Context: an optimization exercise on an open-source flow, tuned for small area, a short achievable clock period and few clock cycles per item. The choices shown serve that exercise and are no tape-out recipe. Only simulation tests tie the RTL to the original design; equivalence was not proved. Power figures rest on the tool's default switching activity, not on a simulated workload.

[run.sh]
#!/bin/bash
# synth_recipe.tcl (not shown) runs the flow's synth.tcl, then flattens the netlist and writes it again
# the make line also repeats each setting of config.mk as NAME=value (left out here)
make -C /OpenROAD-flow-scripts/flow DESIGN_CONFIG=/design/flow/config.mk WORK_HOME=/design/flow/orfs CLKGATE_MAP_FILE= SYNTH_SCRIPT=/design/flow/synth_recipe.tcl finish
[design.v]
module cooper_coder (
    input  wire        clk,
    input  wire        rst,
    input  wire        in_valid,
    output wire        in_ready,
    input  wire [31:0] in_data,
    input  wire        in_count,    
    input  wire        in_last,     
    input  wire        in_end,      
    output wire        out_valid,
    input  wire        out_ready,
    output wire [31:0] out_data,
    output wire        out_last
);
    localparam NB = 40;          
    localparam NS = 8;           
    function [31:0] zigzag;
        input [31:0] r;
        input        cnt;
        begin
            if (cnt)
                zigzag = {r[30:0], 1'b0} ^ {32{r[31]}};
            else
                zigzag = {8'd0, {r[22:0], 1'b0} ^ {24{r[23]}}};
        end
    endfunction
    reg  [5:0]  occ;             
    reg  [3:0]  segs;            
    reg  [4:0]  fcnt;            
    reg         seq_first;       
    reg         lane_cur;
    reg  [7:0]  hf;              
    reg         fm_acc;          
    wire seg_start = (fcnt == 5'd0);
    assign in_ready = (occ != NB[5:0]) && (!seg_start || segs != NS[3:0]);
    wire accept  = in_valid && in_ready;
    wire lane_in = seq_first ? in_count : lane_cur;
    wire [7:0] f_in  = lane_in ? 8'd0 : in_data[7:0];
    wire [7:0] f_ref = seq_first ? 8'd0 : hf;
    wire       f_chg = (f_in != f_ref);
    wire       seg_end_in = in_last || (fcnt == 5'd31);
    wire       fm_acc_eff_w = (seg_start ? 1'b0 : fm_acc) | f_chg;
    reg  [5:0]  sq_m    [0:NS-1];
    reg         sq_lane [0:NS-1];
    reg         sq_fm   [0:NS-1];
    reg         sq_sl   [0:NS-1];    
    reg         sq_be   [0:NS-1];    
    reg  [6:0]  sq_pk   [0:NS-1];
    reg  [3:0]  sq_mw, sq_pw, sq_hr;
    always @(posedge clk) begin
        if (accept && seg_end_in) begin
            sq_m[sq_mw[2:0]]    <= {1'b0, fcnt} + 6'd1;
            sq_lane[sq_mw[2:0]] <= lane_in;
            sq_fm[sq_mw[2:0]]   <= fm_acc_eff_w;
            sq_sl[sq_mw[2:0]]   <= in_last;
            sq_be[sq_mw[2:0]]   <= in_last && in_end;
        end
    end
    reg         f1_v, f1_lane, f1_sf, f1_gs, f1_ge;
    reg  [31:0] f1_d;            
    reg  [5:0]  wr;              
    wire [31:0] f1_x = f1_lane ? f1_d : {8'd0, f1_d[31:8]};
    always @(posedge clk) begin
        if (rst) begin
            f1_v      <= 1'b0;
            fcnt      <= 5'd0;
            seq_first <= 1'b1;
            lane_cur  <= 1'b0;
            hf        <= 8'd0;
            fm_acc    <= 1'b0;
            sq_mw     <= 4'd0;
        end else begin
            f1_v <= accept;
            if (accept) begin
                lane_cur  <= lane_in;
                seq_first <= in_last;
                hf        <= f_in;
                fm_acc    <= fm_acc_eff_w;
                fcnt      <= seg_end_in ? 5'd0 : fcnt + 5'd1;
                if (seg_end_in) sq_mw <= sq_mw + 4'd1;
            end
        end
        if (accept) begin
            f1_d    <= in_data;
            f1_lane <= lane_in;
            f1_sf   <= seq_first;
            f1_gs   <= seg_start;
            f1_ge   <= seg_end_in;
        end
    end
    reg [31:0] wbuf [0:NB-1];
    always @(posedge clk) begin
        if (f1_v) wbuf[wr] <= f1_d;
    end
    reg  [31:0] h1, h2, h3;
    wire [31:0] g1 = f1_sf ? 32'd0 : h1;
    wire [31:0] g2 = f1_sf ? 32'd0 : h2;
    wire [31:0] g3 = f1_sf ? 32'd0 : h3;
    wire [31:0] r1 = f1_x - g1;
    wire [31:0] r2 = f1_x - (g1 << 1) + g2;
    wire [31:0] r3 = f1_x - (g1 << 1) - g1 + (g2 << 1) + g2 - g3;
    reg         f2_v, f2_lane, f2_gs, f2_ge;
    reg  [31:0] f2_u [0:3];
    always @(posedge clk) begin
        if (rst) f2_v <= 1'b0;
        else     f2_v <= f1_v;
        if (f1_v) begin
            h1 <= f1_x; h2 <= g1; h3 <= g2;
            f2_u[0] <= zigzag(f1_x, f1_lane);
            f2_u[1] <= zigzag(r1, f1_lane);
            f2_u[2] <= zigzag(r2, f1_lane);
            f2_u[3] <= zigzag(r3, f1_lane);
            f2_lane <= f1_lane;
            f2_gs   <= f1_gs;
            f2_ge   <= f1_ge;
        end
    end
    wire [11*128-1:0] acc_all;
    genvar gp, gk;
    generate
        for (gp = 0; gp < 4; gp = gp + 1) begin : g_p
            wire [31:0] u = f2_u[gp];
            wire [32:0] hi;      
            assign hi[32] = 1'b0;
            for (gk = 0; gk < 32; gk = gk + 1) begin : g_hi
                assign hi[gk] = hi[gk+1] | u[gk];
            end
            for (gk = 0; gk < 32; gk = gk + 1) begin : g_k
                wire [4:0] q;
                wire       esc;
                if (gk + 5 <= 32) begin : g_q5
                    assign q = u[gk+4:gk];
                end else begin : g_qn
                    assign q = u[31:gk];
                end
                if (gk + 5 < 32) begin : g_e
                    assign esc = hi[gk+5] | (q[4] & q[3]);
                end else begin : g_ne
                    assign esc = (q[4] & q[3]);
                end
                wire [5:0] add = esc ? (f2_lane ? 6'd56 : 6'd48) : ({1'b0, q} + gk + 1);
                reg  [10:0] c;
                always @(posedge clk) begin
                    if (f2_v)
                        c <= (f2_gs ? 11'd0 : c) + {5'd0, add};
                end
                assign acc_all[(gp*32+gk)*11 +: 11] = c;
            end
        end
    endgenerate
    reg tree_go;
    always @(posedge clk) begin
        if (rst) tree_go <= 1'b0;
        else     tree_go <= f2_v && f2_ge;
    end
    reg  [10:0] t_c [0:15];
    reg  [2:0]  t_i [0:15];
    reg         t_v;
    integer gi, gj;
    reg  [10:0] m_c;
    reg  [2:0]  m_i;
    reg  [10:0] l1_c [0:3];
    reg  [1:0]  l1_i [0:3];
    reg  [10:0] l2_c [0:1];
    reg  [2:0]  l2_i [0:1];
    always @(posedge clk) begin
        if (rst) t_v <= 1'b0;
        else     t_v <= tree_go;
        if (tree_go) begin
            for (gi = 0; gi < 16; gi = gi + 1) begin
                for (gj = 0; gj < 4; gj = gj + 1) begin
                    if (acc_all[(gi*8+2*gj+1)*11 +: 11] < acc_all[(gi*8+2*gj)*11 +: 11]) begin
                        l1_c[gj] = acc_all[(gi*8+2*gj+1)*11 +: 11];
                        l1_i[gj] = 2'd1;
                    end else begin
                        l1_c[gj] = acc_all[(gi*8+2*gj)*11 +: 11];
                        l1_i[gj] = 2'd0;
                    end
                end
                for (gj = 0; gj < 2; gj = gj + 1) begin
                    if (l1_c[2*gj+1] < l1_c[2*gj]) begin
                        l2_c[gj] = l1_c[2*gj+1];
                        l2_i[gj] = {1'b1, l1_i[2*gj+1][0]};
                    end else begin
                        l2_c[gj] = l1_c[2*gj];
                        l2_i[gj] = {1'b0, l1_i[2*gj][0]};
                    end
                end
                if (l2_c[1] < l2_c[0]) begin
                    t_c[gi] <= l2_c[1];
                    t_i[gi] <= {1'b1, l2_i[1][1:0]};
                end else begin
                    t_c[gi] <= l2_c[0];
                    t_i[gi] <= {1'b0, l2_i[0][1:0]};
                end
            end
        end
    end
    reg  [10:0] s_c [0:15];
    reg  [6:0]  s_i [0:15];
    integer si, sl, sn;
    reg  [6:0] pick;
    always @(*) begin
        for (si = 0; si < 16; si = si + 1) begin
            s_c[si] = t_c[si];
            s_i[si] = {si[3:0], t_i[si]};
        end
        sn = 16;
        for (sl = 0; sl < 4; sl = sl + 1) begin
            sn = sn / 2;
            for (si = 0; si < 8; si = si + 1) begin
                if (si < sn) begin
                    if (s_c[2*si+1] < s_c[2*si]) begin
                        s_c[si] = s_c[2*si+1];
                        s_i[si] = s_i[2*si+1];
                    end else begin
                        s_c[si] = s_c[2*si];
                        s_i[si] = s_i[2*si];
                    end
                end
            end
        end
        pick = s_i[0];
    end
    always @(posedge clk) begin
        if (rst) sq_pw <= 4'd0;
        else if (t_v) sq_pw <= sq_pw + 4'd1;
        if (t_v) sq_pk[sq_pw[2:0]] <= pick;
    end
    reg  [5:0]  rd;              
    reg  [5:0]  ecnt;            
    reg         e_newseq;        
    wire        eadv;            
    wire [2:0]  hs = sq_hr[2:0];
    wire        head_ok = (sq_pw != sq_hr);
    wire        issue   = eadv && head_ok;
    wire        e_lastw = (ecnt + 6'd1 == sq_m[hs]);
    reg         e1_v, e1_first, e1_lastw, e1_lane, e1_fm, e1_ns, e1_be;
    reg  [6:0]  e1_pk;
    reg  [31:0] e1_d;
    always @(posedge clk) begin
        if (rst) begin
            occ      <= 6'd0;
            segs     <= 4'd0;
            wr       <= 6'd0;
            rd       <= 6'd0;
            ecnt     <= 6'd0;
            sq_hr    <= 4'd0;
            e_newseq <= 1'b1;
            e1_v     <= 1'b0;
        end else begin
            occ  <= occ + {5'd0, accept} - {5'd0, issue};
            segs <= segs + {3'd0, accept && seg_start} - {3'd0, issue && e_lastw};
            if (f1_v) wr <= (wr == NB - 1) ? 6'd0 : wr + 6'd1;
            if (eadv) e1_v <= head_ok;
            if (issue) begin
                rd <= (rd == NB - 1) ? 6'd0 : rd + 6'd1;
                if (e_lastw) begin
                    ecnt     <= 6'd0;
                    sq_hr    <= sq_hr + 4'd1;
                    e_newseq <= sq_sl[hs];
                end else begin
                    ecnt     <= ecnt + 6'd1;
                    e_newseq <= 1'b0;
                end
            end
        end
        if (issue) begin
            e1_d     <= wbuf[rd];
            e1_first <= (ecnt == 6'd0);
            e1_lastw <= e_lastw;
            e1_lane  <= sq_lane[hs];
            e1_fm    <= sq_fm[hs];
            e1_ns    <= e_newseq;
            e1_be    <= sq_be[hs] && e_lastw;
            e1_pk    <= sq_pk[hs];
        end
    end
    reg  [31:0] x1, x2, x3;      
    reg  [7:0]  xf;              
    wire [31:0] e1_x = e1_lane ? e1_d : {8'd0, e1_d[31:8]};
    wire [7:0]  e1_f = e1_lane ? 8'd0 : e1_d[7:0];
    wire [31:0] y1 = e1_ns ? 32'd0 : x1;
    wire [31:0] y2 = e1_ns ? 32'd0 : x2;
    wire [31:0] y3 = e1_ns ? 32'd0 : x3;
    wire [7:0]  yf = e1_ns ? 8'd0 : xf;
    reg  [31:0] e_pred;
    always @(*) begin
        case (e1_pk[6:5])
            2'd0: e_pred = 32'd0;
            2'd1: e_pred = y1;
            2'd2: e_pred = (y1 << 1) - y2;
            default: e_pred = (y1 << 1) + y1 - (y2 << 1) - y2 + y3;
        endcase
    end
    reg         e2_v, e2_first, e2_lane, e2_fm, e2_chg, e2_be;
    reg  [6:0]  e2_pk;
    reg  [31:0] e2_u;
    reg  [7:0]  e2_f;
    always @(posedge clk) begin
        if (rst) e2_v <= 1'b0;
        else if (eadv) e2_v <= e1_v;
        if (eadv && e1_v) begin
            x1 <= e1_x; x2 <= y1; x3 <= y2; xf <= e1_f;
            e2_u     <= zigzag(e1_x - e_pred, e1_lane);
            e2_f     <= e1_f;
            e2_chg   <= (e1_f != yf);
            e2_first <= e1_first;
            e2_lane  <= e1_lane;
            e2_fm    <= e1_fm;
            e2_be    <= e1_be;
            e2_pk    <= e1_pk;
        end
    end
    wire [4:0]  ek   = e2_pk[4:0];
    wire [31:0] eq   = e2_u >> ek;
    wire        eesc = (|eq[31:5]) | (eq[4] & eq[3]);
    wire [5:0]  ew   = e2_lane ? 6'd32 : 6'd24;
    wire [3:0]  efl  = e2_fm ? (e2_chg ? 4'd9 : 4'd1) : 4'd0;
    wire [8:0]  efb  = (e2_fm && e2_chg) ? {1'b1, e2_f} : 9'd0;
    wire [31:0] emask = (32'd1 << ek) - 32'd1;
    wire [31:0] edat  = eesc ? e2_u : (e2_u & emask);
    wire [6:0]  elo   = {3'd0, efl} + (eesc ? {1'b0, ew} : {2'd0, ek} + 7'd1);
    wire [6:0]  elw   = elo + (eesc ? 7'd24 : {2'd0, eq[4:0]});
    wire [64:0] eones = ((65'd1 << elw) - 65'd1) & ~((65'd1 << elo) - 65'd1);
    wire [64:0] ecw   = eones | ({33'd0, edat} << efl) | {56'd0, efb};
    wire [7:0]  ehdr  = e2_lane ? {1'b0, e2_pk} : {e2_pk, e2_fm};
    wire [3:0]  eh    = e2_first ? (e2_lane ? 4'd7 : 4'd8) : 4'd0;
    wire [64:0] ecode = e2_first ? (ecw | ({57'd0, ehdr} << elw)) : ecw;
    wire [6:0]  elen  = elw + {3'd0, eh};
    reg         cv, c_be;
    reg  [64:0] c_code;
    reg  [6:0]  c_len;
    reg  [95:0] pk_bits;
    reg  [6:0]  pk_cnt;
    reg  [2:0]  pk_last;         
    assign out_valid = pk_cnt[6] | pk_cnt[5];
    assign out_data  = pk_bits[95:64];
    assign out_last  = pk_last[0];
    wire        pop     = out_valid && out_ready;
    wire [6:0]  cnt_mid = pop ? pk_cnt - 7'd32 : pk_cnt;
    wire [95:0] bits_mid = pop ? {pk_bits[63:0], 32'd0} : pk_bits;
    wire [2:0]  last_mid = pop ? {1'b0, pk_last[2:1]} : pk_last;
    wire [7:0]  cnt_add = {1'b0, cnt_mid} + {1'b0, c_len};
    wire        push    = cv && (cnt_add <= 8'd96);
    assign eadv = !cv || push;
    wire [6:0]  sh      = 7'd96 - cnt_add[6:0];
    wire [6:0]  cnt_rnd = (cnt_add[4:0] == 5'd0) ? cnt_add[6:0]
                          : {cnt_add[6:5] + 2'd1, 5'd0};
    always @(posedge clk) begin
        if (rst) begin
            cv      <= 1'b0;
            pk_bits <= 96'd0;
            pk_cnt  <= 7'd0;
            pk_last <= 3'd0;
        end else begin
            if (eadv) cv <= e2_v;
            if (push) begin
                pk_bits <= bits_mid | ({31'd0, c_code} << sh);
                if (c_be) begin
                    pk_cnt  <= cnt_rnd;
                    pk_last <= last_mid | {cnt_rnd[6] & cnt_rnd[5],
                                           cnt_rnd[6] & !cnt_rnd[5],
                                           !cnt_rnd[6]};
                end else begin
                    pk_cnt  <= cnt_add[6:0];
                    pk_last <= last_mid;
                end
            end else begin
                pk_bits <= bits_mid;
                pk_cnt  <= cnt_mid;
                pk_last <= last_mid;
            end
        end
        if (eadv && e2_v) begin
            c_code <= ecode;
            c_len  <= elen;
            c_be   <= e2_be;
        end
    end
endmodule
[config.mk]
export PLATFORM = sky130hd
export DESIGN_NAME = cooper_coder
export DESIGN_NICKNAME = cooper_coder
export VERILOG_FILES = /design/flow/design.v
export SDC_FILE = /design/flow/constraint.sdc
export NUM_CORES = 4
export LEC_CHECK = 0
export CAP_MARGIN = 20
export CORE_MARGIN = 2
export CORE_UTILIZATION = 30
export PLACE_DENSITY = 0.5
export SLEW_MARGIN = 20
[constraint.sdc]
create_clock -name core_clock -period 17.0 [get_ports {clk}]
set_input_delay 3.4000 -clock core_clock [delete_from_list [all_inputs] [get_ports {clk}]]
set_output_delay 3.4000 -clock core_clock [all_outputs]
set_load 0.01 [all_outputs]
==> results.tsv <==
metric	value	unit
finalHoldViolations	0	
postCtsHoldBufs	0	
dr.pass1.iters	6	
first_iter_violations	12824	
fmax	99.01	MHz
routabilityCongestion	0.8850	
postCtsSetupBuffers	0	
port_buffers	73	
fin_nets	26713	
cp-end-kind	flop	
r2r_cells	33	
cpMostUsedCell	a21oi_1	
fp.coreArea	861400	um^2
cts_buffers	447	
synthTopCellsByArea	edfxtp_1 (41%), ha_1 (12%), xnor2_1 (4.0%)	
peakVddDrop	272.5	uV
dpl.cell_count	34897	
worstMarginPinSlew	1121	ps
grt_max_degree	136	
synth_edf_count	3576	
power	35.08	mW
clockRootBuffer	clkbuf_16	
yosysWarnings	10	
seqCellArea	110900	um^2
grt_setup_unrepaired	no	
place_area	274200	um^2
routed_wirelength	740200	um
cts-resized-gates	0	
start_kind	flop	
fin_area	289100	um^2
drcViolationCount	0	
hold_class	reg2reg	
synth_fa_ha_area_share	14.52	%
skew	225.0	ps
rows	341	
multiInputGateArea	136400	um^2
synth_top_family_by_area	adder cells	
finalSetupTns	0	ps
drv_slew	0	
track_usage	16.45	%
setup_violations	0	
p_leak	116.4	nW
grt_pass1_wl	1122000	um
ys.flop_type	edfxtp_1	
async_reset_ff_share	0	%
initial_core_util	30.07	%
yosysUniqueCellTypes	98	
cpPeakStageDelay	800	ps
power.density	121.4	nW/um^2
gr-total-overflow	0	
relSlewSlack	24.22	%
worst-path-max-fanout	32	
clock_latency	1170	ps
synth_compound_area_share	10.98	%
period_share	59.41	%
vias_per_cell	4.946	
crit_type	reg2reg	
clock_path_buffers	4	
worstHoldStart	e2_be	
ys_seq_area_share	42.78	%
synth_mux_area_share	10.03	%
stdcell_count	35733	
syn_inst	23843	
synth_nets	26699	
dieHeight	933.3	um
antenna_found_initial	29	
critPathArrivalTime	10960	ps
cts.sinks	3748	
avgSynthCellArea	10.87	um^2
synth-simple-area-share	10.80	%
reg2reg_from	e1_ns	
worstPathRequired	17860	ps
cts_tree	built	
drive_above_1_share	9.197	%
fill_cells	86243	
htree_num_levels	5	
hpwlAfterDp	535900	um
clk_pin_slew	60	ps
ys_ff_latch	3748	
maxCapViolations	0	
wl_per_cell	20.72	um
yosys.area_share.xor_xnor	6.058	%
fp.dieW	933.3	um
area_growth_syn_to_layout	11.60	%
final_antenna_net_count	0	
whs_endpoint	c_be	
grt_pass1_vias	177458	
die_area	871000	um^2
synth_top_area_share	41.45	%
r2r-end	e2_u[13]	
hold_depth	0	
io_pins	74	
period_needed	10100	ps
yosysTopAreaCell	edfxtp_1	
regToRegSetupSlack	6900	ps
vias	176753	
outcome	no timing/DRC/antenna violations	
synthesis.area	259100	um^2
critical-path-slowest-cell	a21oi_4	
cell type report:
cell class,instances,share of cell area (%)
Timing Repair Buffer,445,1.261
Multi-Input combinational cell,16803,47.17
Clock inverter,289,1.091
Antenna cell,7,0.006059
Sequential cell,3748,38.35
Inverter,2412,3.132
Clock buffer,539,4.021
Tap cell,11490,4.973
sequential cells by signal, summed over array words and instances (netlist names), 48 cells and up, named ones only:
register,flops
wbuf,1280
c_code,65
t_i,48
sq_pk,56
f2_u,128
sq_m,48
pk_bits,96
t_c,176
g_p.g_k.c,1408
routing by layer:
metal,wire length (um),vias up,GRT usage [%]
met2,348900,3218,27.68
met3,29370,892,1.640
met4,19550,4,3.958
met5,28,-,0
met1,342400,87208,22.78
li1,-,85431,-
where the power goes:
part	internal [mW]	switching (mW)	leakage (nW)
Combinational	5.06	8.18	75.3
Sequential	11.3	0.657	34.1
Clock	5.60	4.24	7.13
how the worst max path moves through the flow:
stage,from,end,slack [ps],depth (start not counted)
3_5_place_dp,e1_ns,e2_u[13],6960,33
2_1_floorplan,f2_v,g_p[0].g_k[0].c[0],6610,0
3_3_place_gp,t_c[3][3],sq_pk[4][2],6880,42
4_1_cts,e1_ns,e2_u[13],6930,33
6_report,e1_ns,e2_u[13],6900,33
5_1_grt,e1_ns,e2_u[13],6160,33
cells in the mapped netlist (all sizes together), types with 190 or more instances:
cell type / count
ha: 2502
o21a: 190
xor2: 580
nor3: 299
a21o: 816
mux2i: 999
nor2b: 760
clkbuf: 718
nand3: 484
a21oi: 1304
mux4: 457
inv: 2409
nor2: 1761
o21ai: 969
mux2: 505
fa: 315
nand2: 1124
edfxtp: 3576
o21bai: 301
xnor2: 1198
nand2b: 618
cells by family (layout without fill, tap and decap cells):
logic type,Yosys count,in the layout
AND/OR/NAND/NOR,5744,5744
flip-flops,3748,3748
adder cells (fa/ha/maj),2817,2817
AO/OA/AOI/OAI,4499,4499
other,0,7
multiplexers,1961,1961
buffers and inverters,3292,3685
XOR/XNOR,1782,1782
placed cells by master (no fill, tap or decap), drive strengths merged, types with 69 or more instances in the layout:
cell / n
and3: 116
o21a: 190
o211ai: 114
o21bai: 301
xnor2: 1198
edfxtp: 3576
nand2b: 618
fa: 315
a21oi: 1304
clkdlybuf4s50: 72
nand2: 1124
or3: 114
nand3: 484
clkbuf: 539
nor2b: 760
buf: 373
nor2: 1761
a21o: 816
a31oi: 143
o21ai: 969
a22oi: 69
nor3: 299
mux2i: 999
and2: 147
inv: 2426
mux2: 505
a211oi: 128
mux4: 457
nand4: 115
ha: 2502
xor2: 580
clkinv: 199
dfxtp: 172
per-stage QoR:
stage / setup WS (ps) / util (%) / hold WS (ps)
2_1_floorplan: 6609 / - / 400.3
3_3_place_gp: 6880 / 31.83 / 402.2
3_5_place_dp: 6962 / 31.83 / 411.7
4_1_cts: 6926 / 33.55 / 429.4
5_1_grt: 6162 / 33.56 / 434.6
6_report: 6900 / 33.56 / 430.1
worst max-delay path, delay by kind of cell (launching register included):
kind	cells	cell delay (ps)
compound gates	17	4470
fa+ha+maj	5	2180
simple gates	3	1010
buf+inv	5	890
xor+xnor	3	870
flops	1	370
Testbench counts, summed over its fixed seeds: cycles 20,191, items 19,549.

[afterwards: timing with drivers on the ports]
The flow's constraints put no driver on any port. The routed layout listed below was extracted and timed again, unchanged, in two steps.
Step 1 sets driving cells, clkbuf_16 on the clock port and buf_2 on the other inputs (assumed; they add their load-dependent delay and slew).
Step 2 times the ports against the registers' clock, not the clock port: input delays grow and output delays shrink by t, the midpoint of the rising clock arrivals with the driver on.
a / b / c = no drivers / after step 1 / after step 2; a / b = the first two.
t (ns): 1.193
slack for setup (ns): 6.900 / 6.900 / 6.900
hold slack, ns: 0.430 / 0.430 / 0.430
After both steps this run still meets setup and hold. For this run, drivers alone change the setup slack by 0.000 ns; drivers and shift together by 0.000 ns.
